What follows belongs to an exercise in optimizing a design on an open flow for small area, a short achievable clock period and few clock cycles; a production flow would make more cautious choices.
Where RTL was checked, it was by simulation tests only, not by an equivalence proof against the original.
Power figures rest on the tool's default switching activity, not on a simulated workload.

old:
// turf_dec
module turf_dec (
    input  wire       clk,
    input  wire       rst,         
    input  wire       start,       
    input  wire [6:0] width_m1,    
    input  wire       in_valid,
    input  wire [7:0] in_data,
    output wire       in_ready,
    output reg        out_valid,
    output reg  [7:0] out_data,
    output reg        out_last,    
    input  wire       out_ready,
    output wire       err
);
    localparam QN = 2;             
    localparam QW = 1;             
    localparam [1:0] G_LIT = 2'd0,   
                     G_ABV = 2'd2,   
                     G_DLT = 2'd3;   
    localparam [2:0] P_IDLE = 3'd0,
                     P_HDR  = 3'd1,    
                     P_RAW  = 3'd2,    
                     P_TOK  = 3'd3,    
                     P_EXT  = 3'd4,    
                     P_LIT  = 3'd5,    
                     P_REPV = 3'd6,    
                     P_DLT  = 3'd7;    
    reg  [6:0] wm;                 
    reg        bv, skv;
    reg  [7:0] bd, sk;
    reg        p_pop;
    assign in_ready = !skv;
    wire   take     = in_valid && !skv;
    always @(posedge clk) begin
        if (rst || start) begin
            bv  <= 1'b0;
            skv <= 1'b0;
        end else begin
            if (!bv || p_pop) begin
                bv <= skv || take;
                bd <= skv ? sk : in_data;
                skv <= 1'b0;
            end else if (take) begin
                skv <= 1'b1;
                sk  <= in_data;
            end
        end
    end
    reg  [2:0] ps;
    reg        perr;
    reg  [1:0] hcnt;
    reg  [8:0] brem;               
    reg        big;                
    reg  [7:0] xq;                 
    reg  [6:0] tokl;               
    reg  [1:0] ttyp;
    reg  [6:0] tq;                 
    reg        dodd;               
    reg        rdone;              
    reg        q_full;
    reg        push;
    reg  [1:0] push_t;
    reg  [6:0] push_c;
    reg  [2:0] ps_n;
    reg        perr_n;
    assign err = perr;
    wire body_end = !big && brem == 9'd0;
    wire body_one = !big && brem == 9'd1;    
    wire ext      = bd[5:1] == 5'b11111;      
    wire is_tok   = (ps == P_TOK);
    wire [7:0] lq    = is_tok ? {2'd0, bd[5:0]} : bd;       
    wire [6:0] mq    = is_tok ? {1'b0, bd[5:0]} : bd[6:0] + 7'd62;
  ...
Settings: LEC_CHECK=0, ABC_CLOCK_PERIOD_IN_PS=3000, CAP_MARGIN=20, CORE_MARGIN=2, CORE_UTILIZATION=40, CTS_BUF_LIST=sky130_fd_sc_hd__clkbuf_8, CTS_CLUSTER_DIAMETER=50, CTS_CLUSTER_SIZE=15, PLACE_DENSITY=0.6, SETUP_SLACK_MARGIN=5, SLEW_MARGIN=20; clock period 8.0 ns.
run.sh (not shown) runs the stock make flow with config.mk's settings and CLKGATE_MAP_FILE= SYNTH_SCRIPT=/design/flow/synth_recipe.tcl, a recipe that flattens the netlist after the stock synthesis.
Changes in new relative to old:
--- a/flow/design.v
+++ b/flow/design.v
@@ -219,14 +219,15 @@
     reg  [1:0] ct;
     reg  [6:0] cc;
     reg  [7:0] cval;
     reg        okv;                
     reg  [7:0] okd;
     reg        okl;
-    wire       byp     = !cv && push && !okv;
-    wire       emit    = (cv || push) && !okv;
+    wire       pushb   = bv && !perr && (ps == P_RAW || ps == P_LIT || ps == P_REPV || ps == P_DLT);
+    wire       byp     = !cv && pushb && !okv;
+    wire       emit    = (cv || pushb) && !okv;
     wire       cfree   = !cv || (emit && cc == 7'd0);
     wire       q_empty = (qn == 0);
     wire       q_pop   = cfree && !q_empty;
     wire       q_push  = push && !(cfree && q_empty);
     wire [1:0] st      = cv ? ct : push_t;        
     wire [7:0] sv      = cv ? cval : bd;
==> comparison <==
- Looking at the reports, new completed the entire flow and the layout it produced met the timing, design-rule and antenna checks.
- The number of buffer and inverter instances along the worst setup path of new exceeds that of old by 1.
- In the tables for new and old, growth of design area from synthesis to finish reads higher with old.
- new ends up with a area inside the core boundary that is 740 um2 higher than in old.
- Total power of the final layout: old vs new, no meaningful difference
- | share of power burned in combinational logic | higher: new |
- The run showing the greater register-to-register slack is new.
- Class of the most critical setup path: reg -> out -> old, reg -> reg -> new
Function was not checked in any run of this note: the RTL went through the layout flow alone.

Setup of lane 3:
turf_dec, a different RTL version from the one above (not shown whole).
For scale: about 2300 cells after synthesis, roughly 32 I/O pins, roughly 0.041 mm^2 of cells after synthesis.
// turf_dec
module turf_dec (
    input  wire       clk,
    input  wire       rst,         
    input  wire       start,       
    input  wire [6:0] width_m1,    
    input  wire       in_valid,
    input  wire [7:0] in_data,
    output wire       in_ready,
    output reg        out_valid,
    output reg  [7:0] out_data,
    output reg        out_last,    
    input  wire       out_ready,
    output wire       err
);
Settings: LEC_CHECK=0, ABC_AREA=1, CAP_MARGIN=20, CORE_MARGIN=2, CORE_UTILIZATION=55, CTS_BUF_LIST=sky130_fd_sc_hd__clkbuf_16, CTS_CLUSTER_DIAMETER=100, CTS_CLUSTER_SIZE=30, PLACE_DENSITY=0.7, SLEW_MARGIN=20; clock period 8.0 ns.
standard.sh (not shown) runs the stock make flow with config.mk's settings and CLKGATE_MAP_FILE= SYNTH_SCRIPT=/design/flow/synth_recipe.tcl, a recipe that flattens the netlist after the stock synthesis.
==> flow/flow/run.sh <==
#!/bin/bash
# Standard layout, with timing repair aimed at a larger setup slack than
# config.mk's settings allow and the pixel output ports kept on one edge.
# Each tool's full output goes to its own log.
set -euo pipefail
K=("SETUP_SLACK_MARGIN=5.3" "IO_CONSTRAINTS=$PWD/flow/io.tcl")
bash standard.sh "${K[@]}" synth > make_synth.log 2>&1
bash standard.sh "${K[@]}" finish > make_finish.log 2>&1
==> flow/flow/io.tcl <==
# Keep the pixel output port and its handshake together on the bottom edge.
set_io_pin_constraint -pin_names {out_valid out_ready out_last out_data[0] out_data[1] out_data[2] out_data[3] out_data[4] out_data[5] out_data[6] out_data[7]} -region bottom:*
Inputs modified between lane 3 and lane 5:
--- a/flow/design.v
+++ b/flow/design.v
@@ -48,13 +48,13 @@
     end
     reg  [2:0] ps;
     reg        perr;
     reg  [1:0] hcnt;
     reg  [8:0] brem;               
     reg        big;                
-    reg  [7:0] xq;                 
+    reg  [7:0] xr;                 
     reg  [6:0] tokl;               
     reg  [1:0] ttyp;
     reg  [6:0] tq;                 
     reg        dodd;               
     reg        rdone;              
     reg        q_full;
@@ -65,18 +65,20 @@
     reg        perr_n;
     assign err = perr;
     wire body_end = !big && brem == 9'd0;
     wire body_one = !big && brem == 9'd1;    
     wire ext      = bd[5:1] == 5'b11111;      
     wire is_tok   = (ps == P_TOK);
-    wire [7:0] lq    = is_tok ? {2'd0, bd[5:0]} : bd;       
     wire [6:0] mq    = is_tok ? {1'b0, bd[5:0]} : bd[6:0] + 7'd62;
-    wire       m_ok  = !xq[7] && lq <= xq;
-    wire       m_end = lq == xq;
-    wire [7:0] xq_n  = xq + ~lq;
-    wire       tend  = rdone ? body_one : 1'b0;
+    wire [7:0] lq    = (ps == P_RAW) ? 8'd0 : !is_tok ? bd :
+                       ext ? 8'd61 : {2'd0, bd[5:0]};
+    wire [8:0] xr_s  = {1'b0, xr} + {1'b0, ~lq};
+    wire       m_ok  = xr_s[8];
+    wire [7:0] xr_n  = xr_s[7:0];
+    wire [7:0] xr_m1 = xr - 8'd1;
+    wire       m_end = lq == xr_m1;               
     wire p_nopush = (ps == P_HDR && hcnt != 2'd3) ||
                     (is_tok && (bd[7:6] != 2'd2 || ext)) ||
                     (ps == P_EXT && ttyp != 2'd2);
     wire p_run    = !perr && ps != P_IDLE;
     always @(*) begin
         p_pop  = bv && p_run && (!q_full || p_nopush);
@@ -101,23 +103,25 @@
                         perr_n = 1'b1;
                 end else
                     ps_n = P_TOK;
             end
             P_RAW: if (p_pop) begin
                 push = 1'b1;
-                if (xq == 8'd0) ps_n = P_HDR;
+                if (xr == 8'd1) ps_n = P_HDR;
             end
             P_TOK, P_EXT: begin
                 if (body_end)
                     perr_n = 1'b1;
                 if (p_pop) begin
                     if (is_tok && (tokl == 7'd0 || bd[5:0] == 6'd63))
                         perr_n = 1'b1;
-                    if (is_tok && ext)
+                    if (is_tok && ext) begin
                         ps_n = P_EXT;
-                    else begin
+                        if (!m_ok)
+                            perr_n = 1'b1;
+                    end else begin
                         if (!m_ok)
                             perr_n = 1'b1;
                         case (is_tok ? bd[7:6] : ttyp)
                             2'd0: ps_n = P_LIT;
                             2'd1: ps_n = P_REPV;
                             2'd3: ps_n = P_DLT;
@@ -180,27 +184,24 @@
                         hcnt <= hcnt + 2'd1;
                         case (hcnt)
                             2'd0: begin brem[7:0] <= bd; big <= 1'b0; end
                             2'd1: begin brem[8] <= bd[0]; big <= bd[7:1] != 7'd0; end
                             2'd2: if (bd != 8'd0) big <= 1'b1;
                             default: begin
-                                xq   <= {1'b0, wm};
+                                xr   <= {1'b0, wm} + 8'd1;
                                 tokl <= {1'b0, wm[6:1]} + 7'd17;
                             end
                         endcase
                     end
-                    P_RAW: xq <= xq - 8'd1;
+                    P_RAW: xr <= xr_n;
                     P_TOK: begin
                         tokl <= tokl - 7'd1;
                         ttyp <= bd[7:6];
-                        if (ext)
-                            xq <= xq - 8'd62;
-                        else
-                            xq <= xq_n;
+                        xr   <= xr_n;
                     end
-                    P_EXT: xq <= xq_n;
+                    P_EXT: xr <= xr_n;
                     P_LIT, P_DLT: tq <= tq - 7'd1;
                     default: ;
                 endcase
                 if ((is_tok && !ext) || ps == P_EXT) begin
                     tq    <= ((is_tok ? bd[7:6] : ttyp) == 2'd3) ? {1'b0, mq[6:1]} : mq;
                     dodd  <= !mq[0];
@@ -266,21 +267,21 @@
                     cval <= {4'd0, cval[7:4]};
             end
         end
     end
     reg        frow;               
     reg        rs;                 
-    reg  [6:0] ex;                 
+    reg  [6:0] exr;                
     reg  [7:0] dl1;                
     wire [7:0] prev    = rs ? 8'd0 : dl1;
     wire [7:0] tap [0:7];
     wire [7:0] above   = frow ? 8'd0 : tap[7];
     wire [7:0] dpix    = prev + {{4{cval[3]}}, cval[3:0]};
     wire [7:0] pix     = (ct == G_ABV) ? above :
                          (ct == G_DLT) ? dpix : cval;
-    wire       last    = (ex == wm);
+    wire       last    = (exr == 7'd0);
     wire [6:0] dsel = wm;
     assign tap[0] = dl1;
     genvar gi;
     generate
         for (gi = 0; gi < 7; gi = gi + 1) begin : g_seg
             localparam integer L = 1 << (6 - gi);             
@@ -301,31 +302,33 @@
         end
     end
     always @(posedge clk) begin
         if (rst || start) begin
             frow <= 1'b1;
             rs   <= 1'b1;
-            ex   <= 7'd0;
+            exr  <= width_m1;
         end else if (emit) begin
             rs <= last;
             if (last) begin
-                ex   <= 7'd0;
+                exr  <= wm;
                 frow <= 1'b0;
             end else
-                ex <= ex + 7'd1;
+                exr <= exr - 7'd1;
         end
     end
+    reg  [7:0] ohd;
+    reg        ohl;
     wire       ostall = out_valid && !out_ready;
     wire [7:0] onew   = okv ? okd : pix;
     wire       olnew  = okv ? okl : last;
     always @(posedge clk) begin
         out_valid <= !(rst || start) && (ostall || okv || emit);
-        if (!ostall) begin
-            out_data <= onew;
-            out_last <= olnew;
-        end
+        out_data  <= ostall ? ohd : onew;
+        out_last  <= ostall ? ohl : olnew;
+        ohd       <= ostall ? out_data : onew;
+        ohl       <= ostall ? out_last : olnew;
         if (rst || start || !ostall)
             okv <= 1'b0;
         else if (emit) begin
             okv <= 1'b1;
             okd <= pix;
             okl <= last;
Notes after the runs:
Lane 5 reached the end of the flow, and the finished layout is clean on the timing, design-rule and antenna checks. Final period demand of the worst path delta (lane 5 − lane 3): favourable. The final reports for lane 5 and lane 3 show least setup slack across all paths after layout higher in the former. Going from lane 3 to lane 5, met1 demand-to-capacity share in global routing fell 0.89 points; total wire length saw a decrease; delay contributed by the slowest stage of the critical path decreased 0.08 ns.
No functional check of the RTL was part of any run of this note.

Another version of the RTL of turf_dec (not shown whole).
Size: roughly 1200 flip-flops, roughly 32 I/O pins, roughly 0.041 mm² of cells after synthesis.
==> flow/config.mk <==
export PLATFORM = sky130hd
export DESIGN_NAME = turf_dec
export DESIGN_NICKNAME = turf_dec
export VERILOG_FILES = /design/flow/design.v
export SDC_FILE = /design/flow/constraint.sdc
export NUM_CORES = 4
export LEC_CHECK = 0
export ABC_AREA = 1
export CAP_MARGIN = 20
export CORE_MARGIN = 2
export CORE_UTILIZATION = 55
export CTS_BUF_LIST = sky130_fd_sc_hd__clkbuf_16
export CTS_CLUSTER_DIAMETER = 100
export CTS_CLUSTER_SIZE = 30
export PLACE_DENSITY = 0.7
export SLEW_MARGIN = 20
==> flow/constraint.sdc <==
create_clock -name core_clock -period 8.0 [get_ports {clk}]
set_input_delay 1.6000 -clock core_clock [delete_from_list [all_inputs] [get_ports {clk}]]
set_output_delay 1.6000 -clock core_clock [all_outputs]
set_load 0.01 [all_outputs]
Scripts as last shown in full above: flow/flow/run.sh, flow/flow/io.tcl
Change:
--- a/flow/design.v
+++ b/flow/design.v
@@ -8,21 +8,20 @@
     output wire       in_ready,
     output reg        out_valid,
     output reg  [7:0] out_data,
     output reg        out_last,    
     input  wire       out_ready,
     output wire       err
 );
     localparam QN = 2;             
     localparam QW = 1;             
     localparam [1:0] G_LIT = 2'd0,   
-                     G_LT2 = 2'd1,   
                      G_ABV = 2'd2,   
                      G_DLT = 2'd3;   
     localparam [2:0] P_IDLE = 3'd0,
                      P_HDR  = 3'd1,    
                      P_RAW  = 3'd2,    
                      P_TOK  = 3'd3,    
                      P_EXT  = 3'd4,    
                      P_LIT  = 3'd5,    
                      P_REPV = 3'd6,    
                      P_DLT  = 3'd7;    
@@ -72,24 +71,22 @@
     wire [7:0] lq    = is_tok ? {2'd0, bd[5:0]} : bd;       
     wire [6:0] mq    = is_tok ? {1'b0, bd[5:0]} : bd[6:0] + 7'd62;
     wire       m_ok  = !xq[7] && lq <= xq;
     wire       m_end = lq == xq;
     wire [7:0] xq_n  = xq + ~lq;
     wire       tend  = rdone ? body_one : 1'b0;
     wire p_nopush = (ps == P_HDR && hcnt != 2'd3) ||
                     (is_tok && (bd[7:6] != 2'd2 || ext)) ||
                     (ps == P_EXT && ttyp != 2'd2);
     wire p_run    = !perr && ps != P_IDLE;
-    reg  tmerge;                   
-    wire p_lit    = (ps == P_RAW || ps == P_LIT);
     always @(*) begin
-        p_pop  = bv && p_run && (!q_full || p_nopush || (p_lit && tmerge));
+        p_pop  = bv && p_run && (!q_full || p_nopush);
         push   = 1'b0;
         push_t = G_LIT;
         push_c = 7'd0;
         ps_n   = ps;
         perr_n = 1'b0;
         case (ps)
             P_HDR: if (p_pop && hcnt == 2'd3) begin
                 if (bd[7:2] != 6'd0 || bd[1:0] == 2'b11)
                     perr_n = 1'b1;
                 if (bd[1:0] == 2'b01) begin
@@ -206,88 +203,74 @@
                 endcase
                 if ((is_tok && !ext) || ps == P_EXT) begin
                     tq    <= ((is_tok ? bd[7:6] : ttyp) == 2'd3) ? {1'b0, mq[6:1]} : mq;
                     dodd  <= !mq[0];
                     rdone <= m_end;
                 end
             end
         end
     end
     reg  [1:0] qt [0:QN-1];
-    reg  [7:0] qc [0:QN-1];
+    reg  [6:0] qc [0:QN-1];
     reg  [7:0] qv [0:QN-1];
     reg  [QW-1:0] qwp, qrp;
     reg  [QW:0]   qn;
     reg        cv;                 
     reg  [1:0] ct;
-    reg  [7:0] cc;                 
+    reg  [6:0] cc;
     reg  [7:0] cval;
     reg        okv;                
     reg  [7:0] okd;
     reg        okl;
     wire       emit    = cv && !okv;
-    wire       cfree   = !cv || (emit && cc == 8'd0 && ct != G_LT2);
+    wire       cfree   = !cv || (emit && cc == 7'd0);
     wire       q_empty = (qn == 0);
     wire       q_pop   = cfree && !q_empty;
-    wire       merge   = push && p_lit && tmerge;    
-    wire       q_push  = push && !merge && !(cfree && q_empty);
+    wire       q_push  = push && !(cfree && q_empty);
     always @(posedge clk) begin
         if (rst || start) begin
             cv     <= 1'b0;
             qn     <= 0;
             qwp    <= 0;
             qrp    <= 0;
             q_full <= 1'b0;
-            tmerge <= 1'b0;
         end else begin
             if (q_push) begin
                 qt[qwp] <= push_t;
-                qc[qwp] <= {1'b0, push_c};
+                qc[qwp] <= push_c;
                 qv[qwp] <= bd;
                 qwp     <= (qwp == QN - 1) ? 0 : qwp + 1;
             end
-            if (merge) begin
-                qt[qwp - 1'd1] <= G_LT2;
-                qc[qwp - 1'd1] <= bd;
-            end
-            tmerge <= (q_push && p_lit && !q_pop && qn == QN - 1) ||
-                      (tmerge && !merge && !q_pop && !q_push);
             if (q_pop)
                 qrp <= (qrp == QN - 1) ? 0 : qrp + 1;
             if (q_push && !q_pop) begin
                 qn     <= qn + 1;
                 q_full <= (qn == QN - 1);
             end else if (q_pop && !q_push) begin
                 qn     <= qn - 1;
                 q_full <= 1'b0;
             end
             if (cfree) begin
                 cv <= !q_empty || push;
                 if (!q_empty) begin
                     ct   <= qt[qrp];
                     cc   <= qc[qrp];
                     cval <= qv[qrp];
                 end else begin
                     ct   <= push_t;
-                    cc   <= {1'b0, push_c};
+                    cc   <= push_c;
                     cval <= bd;
                 end
             end else if (emit) begin
-                if (ct == G_LT2) begin
-                    ct   <= G_LIT;
-                    cc   <= 8'd0;
-                    cval <= cc;
-                end else begin
-                    cc <= cc - 8'd1;
-                    if (ct == G_DLT)
-                        cval <= {4'd0, cval[7:4]};
-                end
+                cc <= cc - 7'd1;
+                if (ct == G_DLT)
+                    cval <= {4'd0, cval[7:4]};
             end
         end
     end
     reg        frow;               
     reg        rs;                 
     reg  [6:0] ex;                 
     reg  [7:0] dl1;                
     wire [7:0] prev    = rs ? 8'd0 : dl1;
     wire [7:0] tap [0:7];
     wire [7:0] above   = frow ? 8'd0 : tap[7];
Routed wire length went down by about 2.4%.
Sequential power went down by about 2%.
First-iteration DRC count went down by 11%.
Clock skew went down by 13 ps.
Count of clock-buffer cells in the layout went up by 1.
Via count went down by about 5%.
Clock power went down by about 2%.
Total power went down by 5.5%.
Testbench counts after the change, summed over its fixed seeds: cycles 66,280.
Only the layout flow was run in the first run of this note; the RTL was not checked for function there.

port drivers added, routing unchanged:
In the flow no input, the clock included, has a driving cell. The finished layouts below were timed again as built, in two steps. Step 1 (the two cells are an assumption about what drives the block):
set clk [get_ports {clk}]
set_driving_cell -lib_cell sky130_fd_sc_hd__clkbuf_16 $clk
set_driving_cell -lib_cell sky130_fd_sc_hd__buf_2 [delete_from_list [all_inputs] $clk]
Step 2 times the ports against the registers' clock, not the clock port: input delays grow and output delays shrink by t, the midpoint of the rising clock arrivals with the driver on. a / b / c = ideal ports / drivers / drivers and shift; a / b = the first two.
| run | t, ns | setup slack, ns | worst setup path at the end | cell pins on the clock port's net |
|---|---|---|---|---|
| old | 0.816 | 4.853 / 4.791 / 4.218 | input to register | 1 |
| new | 0.826 | 5.007 / 5.007 / 4.385 | input to register | 1 |
| lane 3 | 0.667 | 5.181 / 5.126 / 4.748 | input to register | 1 |
| lane 5 | 0.684 | 5.298 / 5.236 / 4.762 | input to register | 1 |
| the first run of note 3 | 0.686 | 5.300 / 5.236 / 4.665 | input to register | 1 |
| the second run of note 3 | 0.679 | 5.299 / 5.235 / 4.733 | input to register | 1 |
After both steps every run listed still meets setup and hold.
